From an optimization exercise on the open Yosys and OpenROAD flow, aimed at small area, a short achievable clock period and few clock cycles; shortcuts taken in it are not production practice. RTL that was checked went through simulation tests only; none was proved equivalent to the original. For run 3, only the layout was checked, not whether the RTL still works. Power figures rest on the tool's default switching activity, not on a simulated workload.

[run.sh]
#!/bin/bash
# synth_recipe.tcl (not shown) runs the flow's synth.tcl, then flattens the netlist and writes it again
# the make line also repeats each setting of config.mk as NAME=value (left out here)
make -C /OpenROAD-flow-scripts/flow DESIGN_CONFIG=/design/flow/config.mk WORK_HOME=/design/flow/orfs CLKGATE_MAP_FILE= SYNTH_SCRIPT=/design/flow/synth_recipe.tcl finish
[config.mk]
export PLATFORM = sky130hd
export DESIGN_NAME = xa_narrow_acc
export DESIGN_NICKNAME = xa_narrow_acc
export VERILOG_FILES = /design/flow/design.v
export SDC_FILE = /design/flow/constraint.sdc
export NUM_CORES = 4
export LEC_CHECK = 0
export CAP_MARGIN = 20
export CORE_MARGIN = 2
export CORE_UTILIZATION = 60
export CTS_CLUSTER_DIAMETER = 100
export CTS_CLUSTER_SIZE = 20
export PLACE_DENSITY = 0.75
export SLEW_MARGIN = 20
[constraint.sdc]
create_clock -name core_clock -period 24.0 [get_ports {clk}]
set_input_delay 4.8000 -clock core_clock [delete_from_list [all_inputs] [get_ports {clk}]]
set_output_delay 4.8000 -clock core_clock [all_outputs]
set_load 0.01 [all_outputs]
[design.v]
module xa_decode (
    input  wire [2:0] fmt,
    input  wire [7:0] x,
    output reg        sign,
    output wire [7:0] m,
    output wire [2:0] q,
    output wire       is_zero,
    output reg        is_inf,
    output reg        is_nan
);
    reg  [7:0] mag;
    reg  [4:0] sh;
    always @(*) begin
        sign   = 1'b0;
        mag    = 8'd0;
        sh     = 5'd16;
        is_inf = 1'b0;
        is_nan = 1'b0;
        case (fmt)
            3'd0: begin  
                sign = x[7];
                if (x[6:0] == 7'h7F) is_nan = 1'b1;
                mag = {4'd0, x[6:3] != 4'd0, x[2:0]};
                sh  = (x[6:3] == 4'd0) ? 5'd7 : {1'b0, x[6:3]} + 5'd6;
            end
            3'd1: begin  
                sign = x[7];
                if (x[6:2] == 5'd31) begin
                    if (x[1:0] == 2'd0) is_inf = 1'b1;
                    else                is_nan = 1'b1;
                end
                mag = {5'd0, x[6:2] != 5'd0 && x[6:2] != 5'd31, x[1:0]};
                sh  = (x[6:2] == 5'd0) ? 5'd0 : x[6:2] - 5'd1;
            end
            3'd2: begin  
                sign = x[5];
                mag  = {4'd0, x[4:3] != 2'd0, x[2:0]};
                sh   = (x[4:3] == 2'd0) ? 5'd13 : {3'd0, x[4:3]} + 5'd12;
            end
            3'd3: begin  
                sign = x[5];
                mag  = {5'd0, x[4:2] != 3'd0, x[1:0]};
                sh   = (x[4:2] == 3'd0) ? 5'd12 : {2'd0, x[4:2]} + 5'd11;
            end
            3'd4: begin  
                sign = x[3];
                mag  = {6'd0, x[2:1] != 2'd0, x[0]};
                sh   = (x[2:1] == 2'd0) ? 5'd15 : {3'd0, x[2:1]} + 5'd14;
            end
            3'd5: begin  
                sign = x[7];
                mag  = x[7] ? (~x + 8'd1) : x;
            end
            default: begin  
                sign = x[3];
                mag  = x[3] ? {4'd0, (~x[3:0] + 4'd1)} : {4'd0, x[3:0]};
            end
        endcase
    end
    assign m = mag << sh[1:0];
    assign q = sh[4:2];
    assign is_zero = !is_inf && !is_nan && (mag == 8'd0);
endmodule
module xa_add #(parameter W = 16) (
    input  wire [W-1:0] a,
    input  wire [W-1:0] b,
    input  wire         cin,
    output wire [W-1:0] s,
    output wire         cout
);
    localparam [127:0] SRC0 = {32{4'h5}},  UP0 = {32{4'hA}};
    localparam [127:0] SRC1 = {32{4'h2}},  UP1 = {32{4'hC}};
    localparam [127:0] SRC2 = {16{8'h08}}, UP2 = {16{8'hF0}};
    localparam [127:0] SRC3 = {8{16'h0080}},     UP3 = {8{16'hFF00}};
    localparam [127:0] SRC4 = {4{32'h0000_8000}}, UP4 = {4{32'hFFFF_0000}};
    localparam [127:0] SRC5 = {2{64'h0000_0000_8000_0000}}, UP5 = {2{64'hFFFF_FFFF_0000_0000}};
    localparam [127:0] SRC6 = {64'd0, 64'h8000_0000_0000_0000}, UP6 = {{64{1'b1}}, 64'd0};
    function automatic [2*W-1:0] level(input [W-1:0] g, input [W-1:0] p,
                                       input [127:0] src, input [127:0] up, input integer n);
        reg [W-1:0] sg, sp;
        integer t;
        begin
            sg = (g & src[W-1:0]) << 1;
            sp = (p & src[W-1:0]) << 1;
            for (t = 0; t < n; t = t + 1) begin
                sg = sg | (sg << (1 << t));
                sp = sp | (sp << (1 << t));
            end
            level = {g | (p & sg), p & (sp | ~up[W-1:0])};
        end
    endfunction
    wire [W-1:0]   p0 = a ^ b;
    wire [W-1:0]   g0 = (a & b) | {{(W-1){1'b0}}, p0[0] & cin};
    wire [2*W-1:0] k1 = level(g0,          p0,          SRC0, UP0, 0);
    wire [2*W-1:0] k2 = level(k1[2*W-1:W], k1[W-1:0], SRC1, UP1, 1);
    wire [2*W-1:0] k3 = level(k2[2*W-1:W], k2[W-1:0], SRC2, UP2, 2);
    wire [2*W-1:0] k4 = level(k3[2*W-1:W], k3[W-1:0], SRC3, UP3, 3);
    wire [2*W-1:0] k5 = level(k4[2*W-1:W], k4[W-1:0], SRC4, UP4, 4);
    wire [2*W-1:0] k6 = level(k5[2*W-1:W], k5[W-1:0], SRC5, UP5, 5);
    wire [2*W-1:0] k7 = level(k6[2*W-1:W], k6[W-1:0], SRC6, UP6, 6);
    wire [W-1:0]   gc = k7[2*W-1:W];    
    assign s    = p0 ^ {gc[W-2:0], cin};
    assign cout = gc[W-1];
endmodule
module xa_mul8 (
    input  wire [7:0]  a,
    input  wire [7:0]  b,
    input  wire        dec,
    output wire [15:0] s,
    output wire [15:0] c
);
    wire [15:0] pp [0:8];
    genvar i;
    generate
        for (i = 0; i < 8; i = i + 1) begin : pps
            assign pp[i] = {8'd0, a & {8{b[i]}}} << i;
        end
    endgenerate
    assign pp[8] = {16{dec}};
    wire [15:0] s1a = pp[0] ^ pp[1] ^ pp[2];
    wire [15:0] c1a = ((pp[0] & pp[1]) | (pp[0] & pp[2]) | (pp[1] & pp[2])) << 1;
    wire [15:0] s1b = pp[3] ^ pp[4] ^ pp[5];
    wire [15:0] c1b = ((pp[3] & pp[4]) | (pp[3] & pp[5]) | (pp[4] & pp[5])) << 1;
    wire [15:0] s1c = pp[6] ^ pp[7] ^ pp[8];
    wire [15:0] c1c = ((pp[6] & pp[7]) | (pp[6] & pp[8]) | (pp[7] & pp[8])) << 1;
    wire [15:0] s2a = s1a ^ c1a ^ s1b;
    wire [15:0] c2a = ((s1a & c1a) | (s1a & s1b) | (c1a & s1b)) << 1;
    wire [15:0] s2b = c1b ^ s1c ^ c1c;
    wire [15:0] c2b = ((c1b & s1c) | (c1b & c1c) | (s1c & c1c)) << 1;
    wire [15:0] s3  = s2a ^ c2a ^ s2b;
    wire [15:0] c3  = ((s2a & c2a) | (s2a & s2b) | (c2a & s2b)) << 1;
    assign s = s3 ^ c3 ^ c2b;
    assign c = ((s3 & c3) | (s3 & c2b) | (c3 & c2b)) << 1;
endmodule
module xa_lzc128 (
    input  wire [127:0] x,
    output reg  [6:0]   n,
    output reg          z
);
    reg [63:0] v1; reg [63:0] c1;
    reg [31:0] v2; reg [63:0] c2;
    reg [15:0] v3; reg [47:0] c3;
    reg [7:0]  v4; reg [31:0] c4;
    reg [3:0]  v5; reg [19:0] c5;
    reg [1:0]  v6; reg [11:0] c6;
    integer i;
    always @(*) begin
        for (i = 0; i < 64; i = i + 1) begin
            v1[i] = x[2*i+1] | x[2*i];
            c1[i] = !x[2*i+1];
        end
        for (i = 0; i < 32; i = i + 1) begin
            v2[i] = v1[2*i+1] | v1[2*i];
            c2[2*i +: 2] = v1[2*i+1] ? {1'b0, c1[2*i+1]} : {1'b1, c1[2*i]};
        end
        for (i = 0; i < 16; i = i + 1) begin
            v3[i] = v2[2*i+1] | v2[2*i];
            c3[3*i +: 3] = v2[2*i+1] ? {1'b0, c2[4*i+2 +: 2]} : {1'b1, c2[4*i +: 2]};
        end
        for (i = 0; i < 8; i = i + 1) begin
            v4[i] = v3[2*i+1] | v3[2*i];
            c4[4*i +: 4] = v3[2*i+1] ? {1'b0, c3[6*i+3 +: 3]} : {1'b1, c3[6*i +: 3]};
        end
        for (i = 0; i < 4; i = i + 1) begin
            v5[i] = v4[2*i+1] | v4[2*i];
            c5[5*i +: 5] = v4[2*i+1] ? {1'b0, c4[8*i+4 +: 4]} : {1'b1, c4[8*i +: 4]};
        end
        for (i = 0; i < 2; i = i + 1) begin
            v6[i] = v5[2*i+1] | v5[2*i];
            c6[6*i +: 6] = v5[2*i+1] ? {1'b0, c5[10*i+5 +: 5]} : {1'b1, c5[10*i +: 5]};
        end
        z = !(v6[1] | v6[0]);
        n = v6[1] ? {1'b0, c6[11:6]} : {1'b1, c6[5:0]};
    end
endmodule
module xa_fp32_count (
    input  wire [111:0] acc,
    output wire [6:0]   lz,          
    output wire [6:0]   tz,          
    output wire         zero
);
    wire         sign = acc[111];
    wire [110:0] c    = acc[110:0] ^ {111{sign}};
    wire [6:0] n1, n2;
    wire       z1, z2;
    xa_lzc128 lzc (.x({1'b0, c, 16'd0}), .n(n1), .z(z1));
    reg  [127:0] rev;
    integer i;
    always @(*) begin
        rev = 128'd0;
        for (i = 0; i < 112; i = i + 1)
            rev[127 - i] = acc[i];
    end
    xa_lzc128 tzc (.x(rev), .n(n2), .z(z2));
    assign lz   = z1 ? 7'd112 : n1;      
    assign tz   = n2;                    
    assign zero = z2;
endmodule
module xa_fp32_plan (
    input  wire [6:0]   lz,
    input  wire [6:0]   tz,
    input  wire [8:0]   f_base,      
    output wire [8:0]   sh,          
    output wire [8:0]   e0,          
    output wire         sticky       
);
    wire signed [10:0] fs  = $signed({{2{f_base[8]}}, f_base}) + 11'sd205;
    wire signed [10:0] fc  = (fs < -11'sd25) ? -11'sd25 : fs;
    wire               sub = fs < $signed({4'd0, lz});
    wire signed [10:0] en  = fs - $signed({4'd0, lz});
    wire               stn = ({1'b0, tz} + {1'b0, lz}) < 8'd87;
    wire signed [10:0] tc  = $signed({4'd0, tz}) + fc;
    wire               sts = tc < 11'sd87;
    assign sh     = sub ? fc[8:0] : {2'b00, lz};
    assign e0     = sub ? 9'd0 : en[8:0];
    assign sticky = sub ? sts : stn;
endmodule
module xa_fp32_win (
    input  wire [111:0] acc,
    input  wire [8:0]   sh,          
    output wire [24:0]  win          
);
    wire sign = acc[111];
    wire [161:0] x = {{25{sign}}, acc, 25'd0};
    wire [7:0]   r = 8'd112 - sh[7:0];
    wire [151:0] x1 = r[7] ? {118'd0, x[161:128]} : x[151:0];
    wire [87:0]  x2 = r[6] ? x1[151:64] : x1[87:0];
    wire [55:0]  x3 = r[5] ? x2[87:32]  : x2[55:0];
    wire [39:0]  x4 = r[4] ? x3[55:16]  : x3[39:0];
    wire [31:0]  x5 = r[3] ? x4[39:8]   : x4[31:0];
    wire [27:0]  x6 = r[2] ? x5[31:4]   : x5[27:0];
    wire [25:0]  x7 = r[1] ? x6[27:2]   : x6[25:0];
    wire [24:0]  x8 = r[0] ? x7[25:1]   : x7[24:0];
    assign win = x8 ^ {25{sign}};
endmodule
module xa_fp32_pack (
    input  wire        sign,
    input  wire [24:0] win,
    input  wire [8:0]  e0,
    input  wire        sticky,
    input  wire        zero,
    input  wire [5:0]  flags,
    output reg  [31:0] result
);
    localparam [31:0] QNAN = 32'h7FC0_0000;
    localparam [31:0] PINF = 32'h7F80_0000;
    localparam [31:0] NINF = 32'hFF80_0000;
    wire        carry = sign & !sticky;
    wire [33:0] v     = {1'b0, e0, 24'd0} + {9'd0, win} + {33'd0, carry};
    wire        rup   = v[0] & (sticky | v[1]);
    wire [32:0] body  = v[33:1] + {32'd0, rup};
    wire        ovf   = (body[32:23] >= 10'd255);
    always @(*) begin
        if (flags[0] || flags[4] || flags[5] || (flags[1] && flags[2]))
            result = QNAN;
        else if (flags[1])
            result = PINF;
        else if (flags[2])
            result = NINF;
        else if (zero)
            result = flags[3] ? 32'h0000_0000 : 32'h8000_0000;
        else if (ovf)
            result = sign ? NINF : PINF;
        else
            result = {sign, body[30:0]};
    end
endmodule
module xa_narrow_acc (
    input  wire         clk,
    input  wire         rst,
    input  wire         in_valid,
    output reg          in_ready,
    input  wire         in_first,
    input  wire         in_last,
    input  wire [3:0]   in_lane_en,
    input  wire [31:0]  in_a,         
    input  wire [31:0]  in_b,
    input  wire [7:0]   in_xa,        
    input  wire [7:0]   in_xb,        
    input  wire [2:0]   cfg_fmt_a,
    input  wire [2:0]   cfg_fmt_b,
    input  wire         cfg_mx_a,
    input  wire         cfg_mx_b,
    input  wire [8:0]   cfg_f,        
    input  wire [111:0] cfg_acc,      
    input  wire [5:0]   cfg_flags,
    output reg          out_valid,
    input  wire         out_ready,
    output reg  [111:0] out_acc,
    output reg  [7:0]   out_flags,
    output reg  [31:0]  out_fp32
);
    wire take = in_valid && in_ready && !rst;
    wire give = out_valid && out_ready;
    reg  exp_first;
    wire k_load = exp_first && !(s0_v && s0_first) && !(s1_v && s1_first) &&
                  !(s2_v && s2_first);
    reg         s2_v, s2_first, s2_last;
    reg         s1_v, s1_first, s1_last;
    reg         s0_v, s0_first, s0_last;
    reg  [3:0]  s0_en;
    reg  [31:0] s0_a, s0_b;
    reg  [7:0]  s0_xa, s0_xb;
    reg  [2:0]   k_fa, k_fb;
    reg          k_mxa, k_mxb;
    reg  [8:0]   k_f;
    reg  [111:0] k_acc;
    reg  [5:0]   k_flags;
    always @(posedge clk) begin
        s0_v     <= take;
        s0_first <= in_first;
        s0_last  <= in_last;
        s0_en    <= in_lane_en;
        s0_a     <= in_a;
        s0_b     <= in_b;
        s0_xa    <= in_xa;
        s0_xb    <= in_xb;
        if (k_load) begin
            k_fa    <= cfg_fmt_a;
            k_fb    <= cfg_fmt_b;
            k_mxa   <= cfg_mx_a;
            k_mxb   <= cfg_mx_b;
            k_f     <= (cfg_mx_a || cfg_mx_b) ? cfg_f : 9'd0;
            k_acc   <= cfg_acc;
            k_flags <= cfg_flags;
        end
    end
    wire signed [10:0] e_a = k_mxa ? ($signed({3'd0, s0_xa}) - 11'sd127) : 11'sd0;
    wire signed [10:0] e_b = k_mxb ? ($signed({3'd0, s0_xb}) - 11'sd127) : 11'sd0;
    wire signed [10:0] d   = e_a + e_b - $signed({{2{k_f[8]}}, k_f});
    wire in_window = (d >= 11'sd0) && (d <= 11'sd16);
    wire scale_nan = (k_mxa && s0_xa == 8'hFF) || (k_mxb && s0_xb == 8'hFF);
    wire [15:0] l_ps [0:3];
    wire [15:0] l_pc [0:3];
    wire [3:0]  l_k  [0:3];
    wire [3:0]  l_s, lane_nan, lane_pinf, lane_ninf, lane_nonneg, lane_win;
    genvar g;
    generate
        for (g = 0; g < 4; g = g + 1) begin : lane
            wire       sa, sb, za, zb, ia, ib, na, nb;
            wire [7:0] ma, mb;
            wire [2:0] qa, qb;
            xa_decode dec_a (.fmt(k_fa), .x(s0_a[8*g+7:8*g]), .sign(sa), .m(ma), .q(qa),
                             .is_zero(za), .is_inf(ia), .is_nan(na));
            xa_decode dec_b (.fmt(k_fb), .x(s0_b[8*g+7:8*g]), .sign(sb), .m(mb), .q(qb),
                             .is_zero(zb), .is_inf(ib), .is_nan(nb));
            wire en    = s0_en[g];
            wire psign = sa ^ sb;
            wire pnan  = scale_nan || na || nb || (ia && zb) || (ib && za);
            wire pinf  = !pnan && (ia || ib);
            wire pzero = !pnan && !pinf && (za || zb);
            wire pfin  = !pnan && !pinf && !pzero;
            wire add   = en && pfin && in_window;
            wire [15:0] pms, pmc;
            xa_mul8 mul (.a(ma), .b(mb), .dec(psign), .s(pms), .c(pmc));
            assign l_ps[g] = add ? pms : 16'd0;
            assign l_pc[g] = add ? pmc : 16'd0;
            assign l_k[g]  = {1'b0, qa} + {1'b0, qb};
            assign l_s[g]  = add && psign;
            assign lane_nan[g]    = en && pnan;
            assign lane_pinf[g]   = en && pinf && !psign;
            assign lane_ninf[g]   = en && pinf && psign;
            assign lane_nonneg[g] = en && !(pzero && psign);
            assign lane_win[g]    = en && pfin && !in_window;
        end
    endgenerate
    reg  [15:0] s1_ps [0:3];
    reg  [15:0] s1_pc [0:3];
    reg  [3:0]  s1_k [0:3];
    reg  [3:0]  s1_s;
    reg  [4:0]  s1_d;
    reg  [4:0]  s1_fl;
    integer j;
    always @(posedge clk) begin
        s1_v     <= s0_v && !rst;
        s1_first <= s0_first;
        s1_last  <= s0_last;
        for (j = 0; j < 4; j = j + 1) begin
            s1_ps[j] <= l_ps[j];
            s1_pc[j] <= l_pc[j];
            s1_k[j] <= l_k[j];
        end
        s1_s  <= l_s;
        s1_d  <= d[4:0];
        s1_fl <= {|lane_win, |lane_nonneg, |lane_ninf, |lane_pinf, |lane_nan};
    end
    wire [66:0] l_v [0:3];
    generate
        for (g = 0; g < 4; g = g + 1) begin : align
            wire        ng = s1_s[g];
            wire [15:0] pv;
            wire        pco;
            xa_add #(16) add_p (.a(s1_ps[g]), .b(s1_pc[g]), .cin(1'b0), .s(pv), .cout(pco));
            wire [15:0] v0 = pv ^ {16{ng}};
            wire [3:0]  k  = s1_k[g];
            wire [19:0] v1 = k[0] ? {v0, 4'd0}         : {{4{ng}}, v0};
            wire [27:0] v2 = k[1] ? {v1, 8'd0}         : {{8{ng}}, v1};
            wire [43:0] v3 = k[2] ? {v2, 16'd0}        : {{16{ng}}, v2};
            wire [66:0] v4 = k[3] ? {v3[34:0], 32'd0}  : {{23{ng}}, v3};
            assign l_v[g] = v4;
        end
    endgenerate
    wire [66:0] cs1_s = l_v[1] ^ l_v[2] ^ l_v[3];
    wire [66:0] cs1_c = {((l_v[1][65:0] & l_v[2][65:0]) | (l_v[1][65:0] & l_v[3][65:0]) |
                          (l_v[2][65:0] & l_v[3][65:0])), 1'b0};
    wire [66:0] cs2_s = cs1_s ^ cs1_c ^ l_v[0];
    wire [66:0] cs2_c = {((cs1_s[65:0] & cs1_c[65:0]) | (cs1_s[65:0] & l_v[0][65:0]) |
                          (cs1_c[65:0] & l_v[0][65:0])), 1'b0};
    reg  [66:0] s2_cs, s2_cc;
    reg  [4:0]  s2_d;
    reg  [4:0]  s2_fl;
    always @(posedge clk) begin
        s2_v     <= s1_v && !rst;
        s2_first <= s1_first;
        s2_last  <= s1_last;
        s2_cs    <= cs2_s;
        s2_cc    <= cs2_c;
        s2_d     <= s1_d;
        s2_fl    <= s1_fl;
    end
    wire [66:0] lane_sum;
    wire        lane_co;
    xa_add #(67) add_l (.a(s2_cs), .b(s2_cc), .cin(1'b0), .s(lane_sum), .cout(lane_co));
    reg         s3_v, s3_first, s3_last;
    reg  [82:0] s3_beat;
    reg  [4:0]  s3_fl;
    always @(posedge clk) begin
        s3_v     <= s2_v && !rst;
        s3_first <= s2_first;
        s3_last  <= s2_last;
        s3_beat  <= {{16{lane_sum[66]}}, lane_sum} << s2_d;
        s3_fl    <= s2_fl;
    end
    reg  [111:0] acc;
    reg  [5:0]   flags;
    reg  [8:0]   acc_f;
    reg          acc_done;
    wire [111:0] base_acc   = s3_first ? k_acc   : acc;
    wire [5:0]   base_flags = s3_first ? k_flags : flags;
    wire [111:0] beat_ext   = {{29{s3_beat[82]}}, s3_beat};
    wire [111:0] new_acc;
    wire         acc_co;
    xa_add #(112) add_a (.a(base_acc), .b(beat_ext), .cin(1'b0), .s(new_acc), .cout(acc_co));
    wire         ovf        = (base_acc[111] == beat_ext[111]) && (new_acc[111] != base_acc[111]);
    reg  slot_busy;
    wire xfer = acc_done && !slot_busy;
    always @(posedge clk) begin
        if (s3_v) begin
            acc   <= new_acc;
            flags <= base_flags | {ovf, s3_fl};
            if (s3_first) acc_f <= k_f;
        end
        if (rst)
            acc_done <= 1'b0;
        else if (s3_v && s3_last)
            acc_done <= 1'b1;
        else if (xfer)
            acc_done <= 1'b0;
    end
    wire [6:0] n_lz, n_tz;
    wire       n_zero;
    xa_fp32_count cnt (.acc(acc), .lz(n_lz), .tz(n_tz), .zero(n_zero));
    wire [8:0] p_sh, p_e0;
    wire       p_sticky;
    xa_fp32_plan plan (.lz(n_lz), .tz(n_tz), .f_base(acc_f), .sh(p_sh), .e0(p_e0),
                       .sticky(p_sticky));
    reg        c1, c2;
    reg  [8:0] f1_sh, f1_e0;
    reg        f1_sticky, f1_zero;
    wire [24:0] w_win;
    xa_fp32_win win (.acc(out_acc), .sh(f1_sh), .win(w_win));
    reg  [24:0] f2_win;
    reg  [8:0]  f2_e0;
    reg         f2_sticky, f2_zero;
    wire [31:0] fp32;
    xa_fp32_pack pack (.sign(out_acc[111]), .win(f2_win), .e0(f2_e0), .sticky(f2_sticky),
                       .zero(f2_zero), .flags(out_flags[5:0]), .result(fp32));
    always @(posedge clk) begin
        if (xfer) begin
            out_acc   <= acc;
            out_flags <= {2'b00, flags};
            f1_sh     <= p_sh;
            f1_e0     <= p_e0;
            f1_sticky <= p_sticky;
            f1_zero   <= n_zero;
        end
        f2_win    <= w_win;
        f2_e0     <= f1_e0;
        f2_sticky <= f1_sticky;
        f2_zero   <= f1_zero;
        if (c2) out_fp32 <= fp32;
        if (rst) begin
            c1        <= 1'b0;
            c2        <= 1'b0;
            slot_busy <= 1'b0;
            out_valid <= 1'b0;
        end else begin
            c1 <= xfer;
            c2 <= c1;
            if (xfer)
                slot_busy <= 1'b1;
            else if (give)
                slot_busy <= 1'b0;
            if (c2)
                out_valid <= 1'b1;
            else if (give)
                out_valid <= 1'b0;
        end
    end
    reg  [1:0] pend;
    wire [1:0] pend_next  = pend + {1'b0, take && in_last} - {1'b0, give};
    wire       exp_next   = take ? in_last : exp_first;
    wire       kload_next = exp_next && !(take && in_first) && !(s0_v && s0_first) &&
                             !(s1_v && s1_first);
    always @(posedge clk) begin
        if (rst) begin
            pend      <= 2'd0;
            exp_first <= 1'b1;
            in_ready  <= 1'b1;
        end else begin
            pend      <= pend_next;
            exp_first <= exp_next;
            in_ready  <= !pend_next[1] && (!exp_next || kload_next);
        end
    end
endmodule
==> results of run 1 <==
[synth_stat cells, drive strengths merged (50+ instances only)]
cell type	instances	area (um^2)
o221ai	60	526
and2	62	388
xor2	145	1280
nand4	50	325
fa	364	7290
a211oi	69	531
or2	64	400
nand2	695	2610
xnor2	291	2560
a31oi	101	632
nand3	152	773
edfxtp	431	12900
o211ai	51	402
inv	536	2010
nor2	839	3190
and3	187	1170
dfxtp	522	10500
o21ai	580	2920
nand2b	118	738
a21o	107	803
o22ai	124	776
mux2i	251	2520
a21oi	517	2610
buf	89	415
clkbuf	367	1380
nor2b	84	528
nor3	156	802
mux2	113	1270
o21a	64	480
ha	456	5710
[stage by stage]
stage | utilization [%] | hold slack, ns | setup WS (ns) | area (um^2) | cells
2_1_floorplan | - | 0.310 | 16.93 | 74900 | 8368
3_3_place_gp | 64.4 | 0.310 | 16.77 | 79700 | 10000
3_5_place_dp | 64.4 | 0.312 | 17.24 | 79700 | 10000
4_1_cts | 65.8 | 0.328 | 16.88 | 81500 | 10100
5_1_grt | 65.9 | 0.334 | 16.76 | 81500 | 10100
6_report | 65.9 | 0.321 | 16.90 | 81600 | 10100
[sequential cells by signal, summed over array words and instances (netlist names), 9 cells and up]
name      flops
acc         112
acc_f         9
f1_e0         9
f2_e0         9
f2_win       25
k_acc       112
k_f           9
out_acc     112
out_fp32     32
s0_a         32
s0_b         32
s1_k         16
s1_pc        56
s1_ps        64
s2_cc        66
s2_cs        67
s3_beat      83
[cell families after synthesis]
kind of cell	after synthesis	share of synthesized area [%]
buffers and inverters	996	5.10
flip-flops	953	31.2
AO/OA/AOI/OAI	2160	18.5
multiplexers	400	6.14
XOR/XNOR	437	5.15
other	1	0.00500
adder cells (fa/ha/maj)	820	17.3
AND/OR/NAND/NOR	2600	16.5
[cell usage in the layout (no fill, tap or decap), drive strengths merged, types with 124 or more instances in the layout]
master,instances
edfxtp,431
dfxtp,522
xor2,145
o22ai,124
ha,456
nand3,152
fa,364
a21oi,517
xnor2,291
o21ai,580
inv,542
nor2,839
mux2i,251
nand2,695
nor3,156
and3,187
clkdlybuf4s50,376
[layout make-up]
cell class	instances	area, um^2
tap	1637	2050
clock buffer	88	1570
antenna	15	37.5
multi-input combinational	6419	47800
inverter	540	2030
timing repair buffer	468	4470
sequential	953	23400
clock inverter	12	194
fill	9933	42200
[path summary, 6_finish.rpt]
| kind | end | slack, ns | depth (start not counted) |
|---|---|---|---|
| hold reg to reg | s3_fl[0]$_DFF_P_ | 0.32 | 0 |
| setup reg to reg | s1_ps[3][6]$_SDFF_PN0_ | 17.18 | 19 |
| hold / removal | s3_fl[0]$_DFF_P_ | 0.32 | 0 |
| setup / recovery | out_acc[111] | 16.90 | 2 |
[report_power, final]
group	leakage (nW)	switching, mW	total (mW)	internal [mW]
logic	24.8	2.19	3.45	1.25
clock network	0.845	0.588	1.06	0.473
registers	8.28	0.169	2.12	1.95
total	33.9	2.95	6.63	3.67
[per-layer routing]
metal | vias up | share of wire [%] | routed length [um] | track usage (%)
met5 | - | 0.049 | 130 | 0
met4 | 20 | 8.4 | 22300 | 28.6
met3 | 924 | 9.0 | 23600 | 7.29
met2 | 3830 | 46 | 121000 | 64.9
met1 | 31900 | 37 | 96800 | 48.4
li1 | 30000 | - | - | -
[critical path, delay by kind of cell, from the launching register on]
kind,cells,cell delay (ns)
buf+inv,2,1.21
flops,1,0.33
==> impl_metrics.tcl, run 1 <==
set metrics [dict create \
    residual_antenna_violating_net_count_after_detailed_routing 0 \
    timing.slew.headroom_pct 13.4 \
    crit_slowest_cell "sky130_fd_sc_hd__clkdlybuf4s50_1" \
    cp_data_arrival_time_ns 2.30 \
    via_per_inst 6.58 \
    worst_ir_drop_vdd_mv 0.0655 \
    cts_root_buf "sky130_fd_sc_hd__clkbuf_16" \
    drt_wl_total_mm 263 \
    timing.setup.critical_path_class "reg -> out" \
    worstPathCellList "buf_4 > clkdlybuf4s50_1" \
    drv.max_cap_violation_count 0 \
    clock_insertion_delay_worst_skew_ns 0.76 \
    post-route-min-period_ns 7.10 \
    synth_enable_flop_cells 431 \
    final.setup_skew_ns 0.0415 \
    finalCritPeriodShare_pct 29.6 \
    finish.net_count 9484 \
    grt_util_all_layers_pct 40.1 \
    drv_slew 0 \
    hold_fix_buffers_at_cts 0 \
    vias 66700 \
    cts-buffers-inserted 57 \
    finalPower_mw 6.63 \
    path_clk_slew_ns 0.09 \
    detail_route.drc_violations 0 \
    floorplan.rows 129 \
    crit_fanout 50 \
    effective_utilization_at_floorplan_pct 60.5 \
    synthesis.instances 8367 \
    min-delay-start "s2_fl[0]$_DFF_P_" \
    grt_first_pass_wirelength_mm 389 \
    globalplace.congestion 1.11 \
    max_freq_mhz 141 \
    run_status "timing/DRC/antenna clean" \
    antenna_found_initial 25 \
    grt_start_max_net_pins 126 \
    ioPinCount 379 \
    grt_pass1_vias 63300 \
    die_height_um 357 \
    drt_iter0_markers 8716 \
    regToRegStartpoint "k_fa[1]$_DFFE_PP_" \
    ys_async_sr_fraction_pct 0 \
    firstDrtPassIters 11 \
    tritoncts_num_sinks 953 \
    die_w_um 357 \
    floorplan.die_area_um2 128000 \
    synth.ff_latch_count 953 \
    min_path_type "reg -> reg" \
    cts_tree "yes" \
    synthesis.yosys.warnings 15 \
    crit_path_max_incr_delay_ns 0.67 \
    mappedNetlistArea_um2 74900 \
    critPathRequiredTime_ns 19.20 \
    cts-htree-levels 2 \
    cts_setup_buffers 0 \
    setup_viol 0 \
    ys_flop_type "sky130_fd_sc_hd__dfxtp_1" \
    overflow 0 \
    setup-tns-final_ns 0 \
    p_leak_nw 33.9 \
    max_slew.worst_pin.slew_ns 1.29 \
    pwr_density_cell_nw_per_um2 81.2 \
    post_route_cells_drive_above_1_share_pct 5.67 \
    avgSynthCellArea_um2 8.95 \
    dp_hpwl_mm 208 \
    startpoint_type "register" \
    hold_viol_final 0 \
    maximum_clock_path_buffer_count 3 \
    cts_repair_resize_count 0 \
    timing.critical_path.to_type "output pin" \
    place.port_buffers 376 \
    syn2layout_area_growth_pct 8.87 \
    synth.lib_cells_used.distinct 116 \
    startpoint "out_acc[111]$_DFFE_PP_" \
    synth_seq_area_share_pct 31.2 \
    unrepaired_setup_endpoints_after_global_routing "no" \
    drt-wirelength-per-cell_um 26.0 \
    core_area_um2 124000 \
]
Testbench counts, summed over its fixed seeds: cycles 22,683.
==> inputs of run 2 (changes only) <==
--- a/design.v
+++ b/design.v
@@ -293,7 +293,4 @@
     wire take = in_valid && in_ready && !rst;
     wire give = out_valid && out_ready;
-    reg  exp_first;
-    wire k_load = exp_first && !(s0_v && s0_first) && !(s1_v && s1_first) &&
-                  !(s2_v && s2_first);
     reg         s2_v, s2_first, s2_last;
     reg         s1_v, s1_first, s1_last;
@@ -302,9 +299,15 @@
     reg  [31:0] s0_a, s0_b;
     reg  [7:0]  s0_xa, s0_xb;
-    reg  [2:0]   k_fa, k_fb;
+    localparam [11:0] LMASK = {3'b010, 3'b101, 3'b111, 3'b000};
+    reg  [2:0]   k_fa [0:3];
+    reg  [2:0]   k_fb [0:3];
     reg          k_mxa, k_mxb;
     reg  [8:0]   k_f;
     reg  [111:0] k_acc;
     reg  [5:0]   k_flags;
+    integer j;
+    reg  exp_first;
+    wire k_load = exp_first && !(s0_v && s0_first) && !(s1_v && s1_first) &&
+                  !(s2_v && s2_first);
     always @(posedge clk) begin
         s0_v     <= take;
@@ -317,6 +320,8 @@
         s0_xb    <= in_xb;
         if (k_load) begin
-            k_fa    <= cfg_fmt_a;
-            k_fb    <= cfg_fmt_b;
+            for (j = 0; j < 4; j = j + 1) begin
+                k_fa[j] <= cfg_fmt_a ^ LMASK[3*j +: 3];
+                k_fb[j] <= cfg_fmt_b ^ LMASK[3*j +: 3];
+            end
             k_mxa   <= cfg_mx_a;
             k_mxb   <= cfg_mx_b;
@@ -341,7 +346,7 @@
             wire [7:0] ma, mb;
             wire [2:0] qa, qb;
-            xa_decode dec_a (.fmt(k_fa), .x(s0_a[8*g+7:8*g]), .sign(sa), .m(ma), .q(qa),
+            xa_decode dec_a (.fmt(k_fa[g] ^ LMASK[3*g +: 3]), .x(s0_a[8*g+7:8*g]), .sign(sa), .m(ma), .q(qa),
                              .is_zero(za), .is_inf(ia), .is_nan(na));
-            xa_decode dec_b (.fmt(k_fb), .x(s0_b[8*g+7:8*g]), .sign(sb), .m(mb), .q(qb),
+            xa_decode dec_b (.fmt(k_fb[g] ^ LMASK[3*g +: 3]), .x(s0_b[8*g+7:8*g]), .sign(sb), .m(mb), .q(qb),
                              .is_zero(zb), .is_inf(ib), .is_nan(nb));
             wire en    = s0_en[g];
@@ -371,5 +376,4 @@
     reg  [4:0]  s1_d;
     reg  [4:0]  s1_fl;
-    integer j;
     always @(posedge clk) begin
         s1_v     <= s0_v && !rst;
@@ -469,5 +473,5 @@
     reg        f1_sticky, f1_zero;
     wire [24:0] w_win;
-    xa_fp32_win win (.acc(out_acc), .sh(f1_sh), .win(w_win));
+    xa_fp32_win u_win (.acc(out_acc), .sh(f1_sh), .win(w_win));
     reg  [24:0] f2_win;
     reg  [8:0]  f2_e0;
@@ -489,5 +493,5 @@
         f2_sticky <= f1_sticky;
         f2_zero   <= f1_zero;
-        if (c2) out_fp32 <= fp32;
+        out_fp32  <= fp32;
         if (rst) begin
             c1        <= 1'b0;
--- a/config.mk
+++ b/config.mk
@@ -8,7 +8,7 @@
 export CAP_MARGIN = 20
 export CORE_MARGIN = 2
-export CORE_UTILIZATION = 60
+export CORE_UTILIZATION = 50
 export CTS_CLUSTER_DIAMETER = 100
 export CTS_CLUSTER_SIZE = 20
-export PLACE_DENSITY = 0.75
+export PLACE_DENSITY = 0.65
 export SLEW_MARGIN = 20
==> impl_metrics.tcl, run 2 <==
set metrics [dict create \
    run_status "timing/DRC/antenna clean" \
    timing.critical_path.to_type "output pin" \
    cts-buffers-inserted 59 \
    cp_num_buf_inv 1 \
    regToRegStartpoint "acc[111]$_DFFE_PP_" \
    mappedNetlistArea_um2 74900 \
    die_w_um 391 \
    dpl_worst_slack_ns 17.25 \
    drv_slew 0 \
    min_path_type "reg -> reg" \
    vias 64500 \
    finalCritPeriodShare_pct 28.4 \
    synth_seq_area_share_pct 31.0 \
    drt_iter0_markers 6547 \
    final.setup_skew_ns 0.0554 \
    layout.cells.most_common_list "sky130_fd_sc_hd__nor2_1 (811), sky130_fd_sc_hd__nand2_1 (701), sky130_fd_sc_hd__inv_1 (545)" \
    power_switching_share_pct 43.9 \
    power.share.sequential_pct 32.6 \
    synth.cells.most_frequent "sky130_fd_sc_hd__nor2_1 (812), sky130_fd_sc_hd__nand2_1 (701), sky130_fd_sc_hd__dfxtp_1 (554), sky130_fd_sc_hd__inv_1 (546), sky130_fd_sc_hd__o21ai_0 (497)" \
    grt_util_all_layers_pct 34.4 \
    hold_viol_final 0 \
    cp_data_arrival_time_ns 2.01 \
    top_family_by_delay_on_critical_path "buffers and inverters" \
    drt_wl_total_mm 270 \
    floorplan.die_area_um2 153000 \
    setup-tns-final_ns 0 \
    setup_viol 0 \
    pwr_density_cell_nw_per_um2 79.8 \
    ys_async_sr_fraction_pct 0 \
    grt_pass1_vias 61700 \
    synthesis.yosys.warnings 19 \
    startpoint "out_acc[12]$_DFFE_PP_" \
    ys_top_cells_by_area "sky130_fd_sc_hd__edfxtp_1 (16%), sky130_fd_sc_hd__dfxtp_1 (15%), sky130_fd_sc_hd__fa_1 (9.7%)" \
    post_route_cells_drive_above_1_share_pct 5.02 \
    crit_slowest_cell "sky130_fd_sc_hd__clkdlybuf4s50_1" \
    dp_hpwl_mm 217 \
    internal_power_mw 3.68 \
    post-route-min-period_ns 6.81 \
    largestRegisters "acc x112, k_acc x112, out_acc x112" \
    cts_setup_buffers 0 \
    timing.slew.headroom_pct 15.9 \
    globalplace.congestion 1.02 \
    hold_fix_buffers_at_cts 0 \
    cts-htree-levels 2 \
    crit_path_end "out_acc[12]" \
    floorplan.rows 142 \
    synth.ff_latch_count 959 \
    drv.max_cap_violation_count 0 \
    firstDrtPassIters 10 \
    ys_flop_type "sky130_fd_sc_hd__dfxtp_1" \
    cts_repair_resize_count 0 \
    startpoint_type "register" \
    worst-r2r-cell-count 24 \
    instances_no_fill 10500 \
    residual_antenna_violating_net_count_after_detailed_routing 0 \
    overflow 0 \
    antenna_found_initial 17 \
    clock_insertion_delay_worst_skew_ns 0.75 \
    crit_path_max_incr_delay_ns 0.82 \
    detail_route.drc_violations 0 \
    grt_first_pass_wirelength_mm 396 \
    crit_fanout 2 \
    clock_power_share_pct 17.0 \
    max_slew.worst_pin.slew_ns 1.26 \
    ioPinCount 379 \
    drt-wirelength-per-cell_um 25.7 \
    dp.cells 10400 \
    avgSynthCellArea_um2 8.91 \
    cts_tree "yes" \
    core_area_um2 149000 \
    worst_r2r_endpoint "f1_sh[2]$_DFFE_PP_" \
    grt_start_max_net_pins 88 \
    unrepaired_setup_endpoints_after_global_routing "no" \
    fillCellCount 13700 \
    cts_root_buf "sky130_fd_sc_hd__clkbuf_16" \
    tritoncts_num_sinks 959 \
    effective_utilization_at_floorplan_pct 50.2 \
    worst_ir_drop_vdd_mv 0.0719 \
    place.port_buffers 376 \
    synth_top_area_cell "sky130_fd_sc_hd__edfxtp_1" \
    layout.cells.most_common "sky130_fd_sc_hd__nor2_1" \
    detailed_place.area_um2 80200 \
    synth_enable_flop_cells 405 \
    timing.setup.critical_path_class "reg -> out" \
    synthDominantCellAreaShare_pct 16.2 \
    maximum_clock_path_buffer_count 3 \
    timing.final.ws_setup_ns 17.19 \
    finish.net_count 9533 \
    worstPathCellList "clkdlybuf4s50_1" \
    power.combinational.fraction_pct 50.3 \
    path_clk_slew_ns 0.09 \
    via_per_inst 6.15 \
    post-synth-top-count-cell "sky130_fd_sc_hd__nor2_1" \
    critPathRequiredTime_ns 19.20 \
    max_freq_mhz 147 \
    p_leak_nw 34.4 \
    die_height_um 391 \
    power.switching_mw 2.88 \
    synth.lib_cells_used.distinct 97 \
    regToRegSetupSlack_ns 17.28 \
    syn2layout_area_growth_pct 9.64 \
    layout_cell_area_excl_fill_um2 82100 \
    synthesis.instances 8404 \
    critical_path_depth 1 \
]
[run 2: area by class of cell]
| class | count | area [um^2] | share of cell area (%) |
|---|---|---|---|
| flip-flops and latches | 959 | 23300 | 28.3 |
| repair buffers | 466 | 4440 | 5.41 |
| diodes | 8 | 20.0 | 0.0244 |
| well taps | 1944 | 2430 | 2.96 |
| clock inverters | 18 | 221 | 0.270 |
| clock buffers | 91 | 1670 | 2.03 |
| multi-input cells | 6440 | 48000 | 58.4 |
| inverters | 560 | 2100 | 2.56 |
[run 2: worst min-delay path by stage]
stage,start,end,slack [ns],depth (start not counted)
2_1_floorplan,s0_last$_DFF_P_,s1_last$_DFF_P_,0.31,0
3_3_place_gp,s2_last$_DFF_P_,s3_last$_DFF_P_,0.31,0
3_5_place_dp,s1_d[0]$_DFF_P_,s2_d[0]$_DFF_P_,0.31,0
4_1_cts,s1_d[0]$_DFF_P_,s2_d[0]$_DFF_P_,0.33,0
5_1_grt,s2_fl[1]$_DFF_P_,s3_fl[1]$_DFF_P_,0.33,0
6_report,s2_fl[1]$_DFF_P_,s3_fl[1]$_DFF_P_,0.33,0
[run 2: cells by family after synthesis]
family	synth area share, %
AND/OR/NAND/NOR	16.9
multiplexers	6.42
adder cells (fa/ha/maj)	17.4
XOR/XNOR	5.31
flip-flops	31.0
AO/OA/AOI/OAI	17.9
other	0.00501
buffers and inverters	5.10
[run 2: layer usage]
metal  share of wire [%]  global-route usage [%]  routed length, um  up-vias
met1                  39                    42.2             106000    31200
li1                    -                       -                  -    30100
met3                 6.3                    4.52              17000      574
met2                  48                    57.6             128000     2673
met5               0.017                       0                 47        -
met4                 6.8                    20.6              18300        6
[run 2: power groups by stage]
| stage | Sequential, mW | Combinational [mW] | Clock (mW) |
|---|---|---|---|
| after CTS | 2.14 | 3.25 | 1.14 |
| after global placement | 2.17 | 3.18 | 0 |
| after global routing | 2.16 | 3.64 | 1.20 |
| after floorplan | 2.05 | 2.35 | 0 |
| final | 2.14 | 3.30 | 1.12 |
| after detailed placement | 2.17 | 3.24 | 0 |
[run 2: metrics by stage]
step           hold WS [ns]  total power [mW]  utilization (%)
6_report              0.328              6.56             55.0
5_1_grt               0.331              7.00             55.0
4_1_cts               0.330              6.53             55.0
3_5_place_dp          0.312              5.41             53.8
3_3_place_gp          0.312              5.35             53.8
2_1_floorplan         0.310              4.40                -
Testbench counts of run 2, summed over its fixed seeds: cycles 22,683.
==> inputs of run 3 (changes only) <==
--- a/design.v
+++ b/design.v
@@ -103,5 +103,5 @@
     assign cout = gc[W-1];
 endmodule
-module xa_mul8 (
+module xa_mul8 #(parameter DEC = 1) (
     input  wire [7:0]  a,
     input  wire [7:0]  b,
@@ -117,5 +117,5 @@
         end
     endgenerate
-    assign pp[8] = {16{dec}};
+    assign pp[8] = {16{dec && (DEC != 0)}};
     wire [15:0] s1a = pp[0] ^ pp[1] ^ pp[2];
     wire [15:0] c1a = ((pp[0] & pp[1]) | (pp[0] & pp[2]) | (pp[1] & pp[2])) << 1;
@@ -200,13 +200,12 @@
     input  wire [6:0]   lz,
     input  wire [6:0]   tz,
-    input  wire [8:0]   f_base,      
+    input  wire signed [10:0] fs,    
+    input  wire signed [10:0] fc,    
     output wire [8:0]   sh,          
     output wire [8:0]   e0,          
     output wire         sticky       
 );
-    wire signed [10:0] fs  = $signed({{2{f_base[8]}}, f_base}) + 11'sd205;
-    wire signed [10:0] fc  = (fs < -11'sd25) ? -11'sd25 : fs;
-    wire               sub = fs < $signed({4'd0, lz});
     wire signed [10:0] en  = fs - $signed({4'd0, lz});
+    wire               sub = en[10];
     wire               stn = ({1'b0, tz} + {1'b0, lz}) < 8'd87;
     wire signed [10:0] tc  = $signed({4'd0, tz}) + fc;
@@ -293,4 +292,7 @@
     wire take = in_valid && in_ready && !rst;
     wire give = out_valid && out_ready;
+    reg  exp_first;
+    wire k_load = exp_first && !(s0_v && s0_first) && !(s1_v && s1_first) &&
+                  !(s2_v && s2_first);
     reg         s2_v, s2_first, s2_last;
     reg         s1_v, s1_first, s1_last;
@@ -299,15 +301,9 @@
     reg  [31:0] s0_a, s0_b;
     reg  [7:0]  s0_xa, s0_xb;
-    localparam [11:0] LMASK = {3'b010, 3'b101, 3'b111, 3'b000};
-    reg  [2:0]   k_fa [0:3];
-    reg  [2:0]   k_fb [0:3];
+    reg  [2:0]   k_fa, k_fb;
     reg          k_mxa, k_mxb;
     reg  [8:0]   k_f;
     reg  [111:0] k_acc;
     reg  [5:0]   k_flags;
-    integer j;
-    reg  exp_first;
-    wire k_load = exp_first && !(s0_v && s0_first) && !(s1_v && s1_first) &&
-                  !(s2_v && s2_first);
     always @(posedge clk) begin
         s0_v     <= take;
@@ -320,8 +316,6 @@
         s0_xb    <= in_xb;
         if (k_load) begin
-            for (j = 0; j < 4; j = j + 1) begin
-                k_fa[j] <= cfg_fmt_a ^ LMASK[3*j +: 3];
-                k_fb[j] <= cfg_fmt_b ^ LMASK[3*j +: 3];
-            end
+            k_fa    <= cfg_fmt_a;
+            k_fb    <= cfg_fmt_b;
             k_mxa   <= cfg_mx_a;
             k_mxb   <= cfg_mx_b;
@@ -346,7 +340,7 @@
             wire [7:0] ma, mb;
             wire [2:0] qa, qb;
-            xa_decode dec_a (.fmt(k_fa[g] ^ LMASK[3*g +: 3]), .x(s0_a[8*g+7:8*g]), .sign(sa), .m(ma), .q(qa),
+            xa_decode dec_a (.fmt(k_fa), .x(s0_a[8*g+7:8*g]), .sign(sa), .m(ma), .q(qa),
                              .is_zero(za), .is_inf(ia), .is_nan(na));
-            xa_decode dec_b (.fmt(k_fb[g] ^ LMASK[3*g +: 3]), .x(s0_b[8*g+7:8*g]), .sign(sb), .m(mb), .q(qb),
+            xa_decode dec_b (.fmt(k_fb), .x(s0_b[8*g+7:8*g]), .sign(sb), .m(mb), .q(qb),
                              .is_zero(zb), .is_inf(ib), .is_nan(nb));
             wire en    = s0_en[g];
@@ -358,5 +352,5 @@
             wire add   = en && pfin && in_window;
             wire [15:0] pms, pmc;
-            xa_mul8 mul (.a(ma), .b(mb), .dec(psign), .s(pms), .c(pmc));
+            xa_mul8 #(.DEC(g == 0)) mul (.a(ma), .b(mb), .dec(psign), .s(pms), .c(pmc));
             assign l_ps[g] = add ? pms : 16'd0;
             assign l_pc[g] = add ? pmc : 16'd0;
@@ -376,4 +370,5 @@
     reg  [4:0]  s1_d;
     reg  [4:0]  s1_fl;
+    integer j;
     always @(posedge clk) begin
         s1_v     <= s0_v && !rst;
@@ -393,4 +388,5 @@
         for (g = 0; g < 4; g = g + 1) begin : align
             wire        ng = s1_s[g];
+            wire        fl = (g == 0) ? 1'b0 : ng;
             wire [15:0] pv;
             wire        pco;
@@ -398,8 +394,8 @@
             wire [15:0] v0 = pv ^ {16{ng}};
             wire [3:0]  k  = s1_k[g];
-            wire [19:0] v1 = k[0] ? {v0, 4'd0}         : {{4{ng}}, v0};
-            wire [27:0] v2 = k[1] ? {v1, 8'd0}         : {{8{ng}}, v1};
-            wire [43:0] v3 = k[2] ? {v2, 16'd0}        : {{16{ng}}, v2};
-            wire [66:0] v4 = k[3] ? {v3[34:0], 32'd0}  : {{23{ng}}, v3};
+            wire [19:0] v1 = k[0] ? {v0, {4{fl}}}        : {{4{ng}}, v0};
+            wire [27:0] v2 = k[1] ? {v1, {8{fl}}}        : {{8{ng}}, v1};
+            wire [43:0] v3 = k[2] ? {v2, {16{fl}}}       : {{16{ng}}, v2};
+            wire [66:0] v4 = k[3] ? {v3[34:0], {32{fl}}} : {{23{ng}}, v3};
             assign l_v[g] = v4;
         end
@@ -407,8 +403,9 @@
     wire [66:0] cs1_s = l_v[1] ^ l_v[2] ^ l_v[3];
     wire [66:0] cs1_c = {((l_v[1][65:0] & l_v[2][65:0]) | (l_v[1][65:0] & l_v[3][65:0]) |
-                          (l_v[2][65:0] & l_v[3][65:0])), 1'b0};
+                          (l_v[2][65:0] & l_v[3][65:0])), s1_s[1]};
     wire [66:0] cs2_s = cs1_s ^ cs1_c ^ l_v[0];
     wire [66:0] cs2_c = {((cs1_s[65:0] & cs1_c[65:0]) | (cs1_s[65:0] & l_v[0][65:0]) |
-                          (cs1_c[65:0] & l_v[0][65:0])), 1'b0};
+                          (cs1_c[65:0] & l_v[0][65:0])), s1_s[2]};
+    reg         s2_n3;
     reg  [66:0] s2_cs, s2_cc;
     reg  [4:0]  s2_d;
@@ -418,4 +415,5 @@
         s2_first <= s1_first;
         s2_last  <= s1_last;
+        s2_n3    <= s1_s[3];
         s2_cs    <= cs2_s;
         s2_cc    <= cs2_c;
@@ -425,5 +423,5 @@
     wire [66:0] lane_sum;
     wire        lane_co;
-    xa_add #(67) add_l (.a(s2_cs), .b(s2_cc), .cin(1'b0), .s(lane_sum), .cout(lane_co));
+    xa_add #(67) add_l (.a(s2_cs), .b(s2_cc), .cin(s2_n3), .s(lane_sum), .cout(lane_co));
     reg         s3_v, s3_first, s3_last;
     reg  [82:0] s3_beat;
@@ -438,6 +436,7 @@
     reg  [111:0] acc;
     reg  [5:0]   flags;
-    reg  [8:0]   acc_f;
+    reg  signed [10:0] acc_fs, acc_fc;    
     reg          acc_done;
+    wire signed [10:0] k_fs = $signed({{2{k_f[8]}}, k_f}) + 11'sd205;
     wire [111:0] base_acc   = s3_first ? k_acc   : acc;
     wire [5:0]   base_flags = s3_first ? k_flags : flags;
@@ -453,5 +452,8 @@
             acc   <= new_acc;
             flags <= base_flags | {ovf, s3_fl};
-            if (s3_first) acc_f <= k_f;
+            if (s3_first) begin
+                acc_fs <= k_fs;
+                acc_fc <= (k_fs < -11'sd25) ? -11'sd25 : k_fs;
+            end
         end
         if (rst)
@@ -465,13 +467,14 @@
     wire       n_zero;
     xa_fp32_count cnt (.acc(acc), .lz(n_lz), .tz(n_tz), .zero(n_zero));
+    reg         c1, c2;
+    reg  [6:0]  f1_lz, f1_tz;
+    reg  signed [10:0] f1_fs, f1_fc;
+    reg         f1_zero;
     wire [8:0] p_sh, p_e0;
     wire       p_sticky;
-    xa_fp32_plan plan (.lz(n_lz), .tz(n_tz), .f_base(acc_f), .sh(p_sh), .e0(p_e0),
+    xa_fp32_plan plan (.lz(f1_lz), .tz(f1_tz), .fs(f1_fs), .fc(f1_fc), .sh(p_sh), .e0(p_e0),
                        .sticky(p_sticky));
-    reg        c1, c2;
-    reg  [8:0] f1_sh, f1_e0;
-    reg        f1_sticky, f1_zero;
     wire [24:0] w_win;
-    xa_fp32_win u_win (.acc(out_acc), .sh(f1_sh), .win(w_win));
+    xa_fp32_win win (.acc(out_acc), .sh(p_sh), .win(w_win));
     reg  [24:0] f2_win;
     reg  [8:0]  f2_e0;
@@ -484,12 +487,13 @@
             out_acc   <= acc;
             out_flags <= {2'b00, flags};
-            f1_sh     <= p_sh;
-            f1_e0     <= p_e0;
-            f1_sticky <= p_sticky;
+            f1_lz     <= n_lz;
+            f1_tz     <= n_tz;
             f1_zero   <= n_zero;
+            f1_fs     <= acc_fs;
+            f1_fc     <= acc_fc;
         end
         f2_win    <= w_win;
-        f2_e0     <= f1_e0;
-        f2_sticky <= f1_sticky;
+        f2_e0     <= p_e0;
+        f2_sticky <= p_sticky;
         f2_zero   <= f1_zero;
         out_fp32  <= fp32;
--- a/config.mk
+++ b/config.mk
@@ -8,7 +8,5 @@
 export CAP_MARGIN = 20
 export CORE_MARGIN = 2
-export CORE_UTILIZATION = 50
-export CTS_CLUSTER_DIAMETER = 100
-export CTS_CLUSTER_SIZE = 20
-export PLACE_DENSITY = 0.65
+export CORE_UTILIZATION = 30
+export PLACE_DENSITY = 0.4
 export SLEW_MARGIN = 20
==> impl_metrics.tcl, run 3 <==
set metrics [dict create \
    run_status "timing/DRC/antenna clean" \
    cts_tree "yes" \
    clock_insertion_delay_worst_skew_ns 0.82 \
    startpoint_type "register" \
    setup_viol 0 \
    firstDrtPassIters 6 \
    pwr_density_cell_nw_per_um2 96.1 \
    overflow 0 \
    die_w_um 507 \
    post-synth-top-count-cell "sky130_fd_sc_hd__nor2_1" \
    drt_iter0_markers 6181 \
    antenna_found_initial 19 \
    synth.cells.most_frequent "sky130_fd_sc_hd__nor2_1 (866), sky130_fd_sc_hd__nand2_1 (845), sky130_fd_sc_hd__a21oi_1 (602), sky130_fd_sc_hd__dfxtp_1 (547), sky130_fd_sc_hd__o21ai_0 (533)" \
    finalCritPeriodShare_pct 37.4 \
    final.setup_skew_ns 0.0866 \
    hold_fix_buffers_at_cts 0 \
    ys_top_cells_by_area "sky130_fd_sc_hd__edfxtp_1 (17%), sky130_fd_sc_hd__dfxtp_1 (14%), sky130_fd_sc_hd__fa_1 (8.7%)" \
    synth.ff_latch_count 973 \
    globalRoute.busiestLayer "met2" \
    path_clk_slew_ns 0.06 \
    cts-buffers-inserted 118 \
    drt_wl_total_mm 328 \
    synth_enable_flop_cells 426 \
    max_freq_mhz 111 \
    vias 68200 \
    mappedNetlistArea_um2 75900 \
    startpoint "f1_lz[0]$_SDFFCE_PN0P_" \
    floorplan.die_area_um2 257000 \
    residual_antenna_violating_net_count_after_detailed_routing 0 \
    ys_flop_type "sky130_fd_sc_hd__dfxtp_1" \
    core_area_um2 251000 \
    cp_data_arrival_time_ns 9.63 \
    regToRegStartpoint "f1_lz[0]$_SDFFCE_PN0P_" \
    hold_viol_final 0 \
    avgSynthCellArea_um2 8.70 \
    synthDominantCellAreaShare_pct 16.9 \
    ioPinCount 379 \
    grt_first_pass_wirelength_mm 468 \
    grt_start_max_net_pins 145 \
    cts_setup_buffers 0 \
    synth_seq_area_share_pct 31.3 \
    layout.cells.most_common_list "sky130_fd_sc_hd__nor2_1 (865), sky130_fd_sc_hd__nand2_1 (844), sky130_fd_sc_hd__a21oi_1 (601)" \
    effective_utilization_at_floorplan_pct 30.2 \
    synth_top_area_cell "sky130_fd_sc_hd__edfxtp_1" \
    post_route_cells_drive_above_1_share_pct 6.55 \
    gr-usage-met1_pct 32.3 \
    drv_slew 0 \
    synthesis.yosys.warnings 16 \
    place.port_buffers 376 \
    max_slew.worst_pin.slew_ns 1.18 \
    crit_fanout 45 \
    dp_hpwl_mm 262 \
    critPathRequiredTime_ns 24.65 \
    tritoncts_num_sinks 973 \
    layout.cells.most_common "sky130_fd_sc_hd__nor2_1" \
    synthesis.instances 8717 \
    timing.setup.critical_path_class "reg -> reg" \
    ys_async_sr_fraction_pct 0 \
    min_path_type "reg -> reg" \
    worst_ir_drop_vdd_mv 0.0717 \
    grt_pass1_vias 65500 \
    min-delay-start "s1_d[0]$_DFF_P_" \
    setup-tns-final_ns 0 \
    met3_track_demand_over_resource_in_global_routing_pct 2.80 \
    syn2layout_area_growth_pct 14.9 \
    via_per_inst 5.53 \
    cts_root_buf "sky130_fd_sc_hd__clkbuf_16" \
    grt_util_all_layers_pct 24.6 \
    p_leak_nw 34.9 \
    die_height_um 507 \
    largestRegisters "acc x112, k_acc x112, out_acc x112" \
    finish.net_count 9870 \
    post-route-min-period_ns 8.99 \
    timing.slew.headroom_pct 21.4 \
    unrepaired_setup_endpoints_after_global_routing "no" \
    synth.lib_cells_used.distinct 100 \
    grt_use_met2_pct 41.8 \
    detail_route.drc_violations 0 \
    postLayoutCoreUtil_pct 34.7 \
    floorplan.rows 184 \
    globalplace.congestion 0.954 \
    drv.max_cap_violation_count 0 \
    cts-htree-levels 3 \
    maximum_clock_path_buffer_count 3 \
    cts_repair_resize_count 0 \
    timing.critical_path.to_type "register" \
    drt-wirelength-per-cell_um 26.6 \
]
-- run 3: kinds of logic (layout without fill, tap and decap cells) --
| kind of cell | after synthesis | count (layout) | synth area share (%) |
|---|---|---|---|
| AOI/OAI and AO/OA | 2335 | 2335 | 19.8 |
| xor gates and xnor gates | 461 | 461 | 5.32 |
| adders and majority gates | 782 | 782 | 16.2 |
| buffers and inverters | 927 | 1174 | 4.66 |
| DFF | 973 | 973 | 31.3 |
| muxes | 365 | 365 | 5.14 |
| other | 1 | 15 | 0.00494 |
| and+or+nand+nor | 2873 | 2873 | 17.6 |
-- run 3: final timing paths --
check	endpoint	depth (start not counted)	slack, ns
worst max-delay path	f2_win[2]$_DFF_P_	22	15.01
worst min-delay path	s2_d[0]$_DFF_P_	0	0.33
worst max register to register	f2_win[2]$_DFF_P_	22	15.01
worst min register to register	s2_d[0]$_DFF_P_	0	0.33
-- run 3: worst max-delay path, stage by stage, from the launching register on --
cell	delay [ns]
sky130_fd_sc_hd__edfxtp_1	0.53
sky130_fd_sc_hd__ha_1	0.29
sky130_fd_sc_hd__fa_1	0.38
sky130_fd_sc_hd__nor2b_1	0.26
sky130_fd_sc_hd__o211ai_1	0.13
sky130_fd_sc_hd__and4_1	0.17
sky130_fd_sc_hd__buf_4	0.28
sky130_fd_sc_hd__nor2_1	0.67
sky130_fd_sc_hd__mux2_2	0.52
sky130_fd_sc_hd__inv_2	0.51
sky130_fd_sc_hd__ha_1	0.48
sky130_fd_sc_hd__nor3b_1	0.53
sky130_fd_sc_hd__o211a_1	0.25
sky130_fd_sc_hd__buf_4	0.37
sky130_fd_sc_hd__nand3_1	0.88
sky130_fd_sc_hd__nand3_1	0.41
sky130_fd_sc_hd__a21oi_1	0.11
sky130_fd_sc_hd__o32ai_1	0.65
sky130_fd_sc_hd__nor2_1	0.08
sky130_fd_sc_hd__o31ai_1	0.76
sky130_fd_sc_hd__mux2i_1	0.17
sky130_fd_sc_hd__mux2i_1	0.23
sky130_fd_sc_hd__xnor2_1	0.08
-- run 3: power breakdown --
part / internal (mW) / switching [mW]
Clock: 1.10 / 0.793
Combinational: 1.50 / 2.74
Sequential: 2.03 / 0.219
-- run 3: cell type report --
cell class,count,area [um^2]
flip-flops and latches,973,23800
clock buffers,171,3530
well taps,3348,4190
repair buffers,482,4580
fillers,26100,164000
clock inverters,51,634
diodes,13,32.5
inverters,470,1760
multi-input cells,6818,48700
-- run 3: through the flow --
| stage | instances | hold slack (ns) | cell area (um^2) | total power, mW | setup WS, ns |
|---|---|---|---|---|---|
| 2_1_floorplan | 8718 | 0.310 | 75900 | 4.91 | 16.19 |
| 3_3_place_gp | 12100 | 0.315 | 83000 | 6.48 | 15.20 |
| 3_5_place_dp | 12100 | 0.314 | 83000 | 6.49 | 15.19 |
| 4_1_cts | 12300 | 0.324 | 87200 | 8.44 | 15.13 |
| 5_1_grt | 12300 | 0.328 | 87200 | 8.90 | 14.47 |
| 6_report | 12300 | 0.326 | 87200 | 8.38 | 15.01 |
-- run 3: routing by layer --
metal	part of all wire, %	vias up	wire length, um
li1	-	31700	-
met1	43	33700	142000
met2	48	2323	158000
met3	5.0	396	16500
met4	3.7	4	12300
met5	0.0082	-	27

==> separate check: timing with driven ports <==
Ports are ideal in the flow. The routed layouts listed here were re-timed in OpenROAD.
Step 1, drivers: a clkbuf_16 drives clk and a buf_2 each remaining input, both assumed.
Step 2 times the ports against the registers' clock, not the clock port: input delays grow and output delays shrink by t, the midpoint of the rising clock arrivals with the driver on.
Slacks: no drivers / after step 1 / after step 2; pairs: no drivers / after step 1.
run	shift t [ns]	setup slack, ns	latest minus earliest clock arrival (ns)	cell pins on the clock port's net
run 1	0.823	16.895 / 16.811 / 17.162	0.051 / 0.051	1
run 2	0.807	17.194 / 17.113 / 17.238	0.065 / 0.066	1
run 3	0.877	15.014 / 15.014 / 15.014	0.090 / 0.091	1
After both steps setup and hold are still met in every run listed.
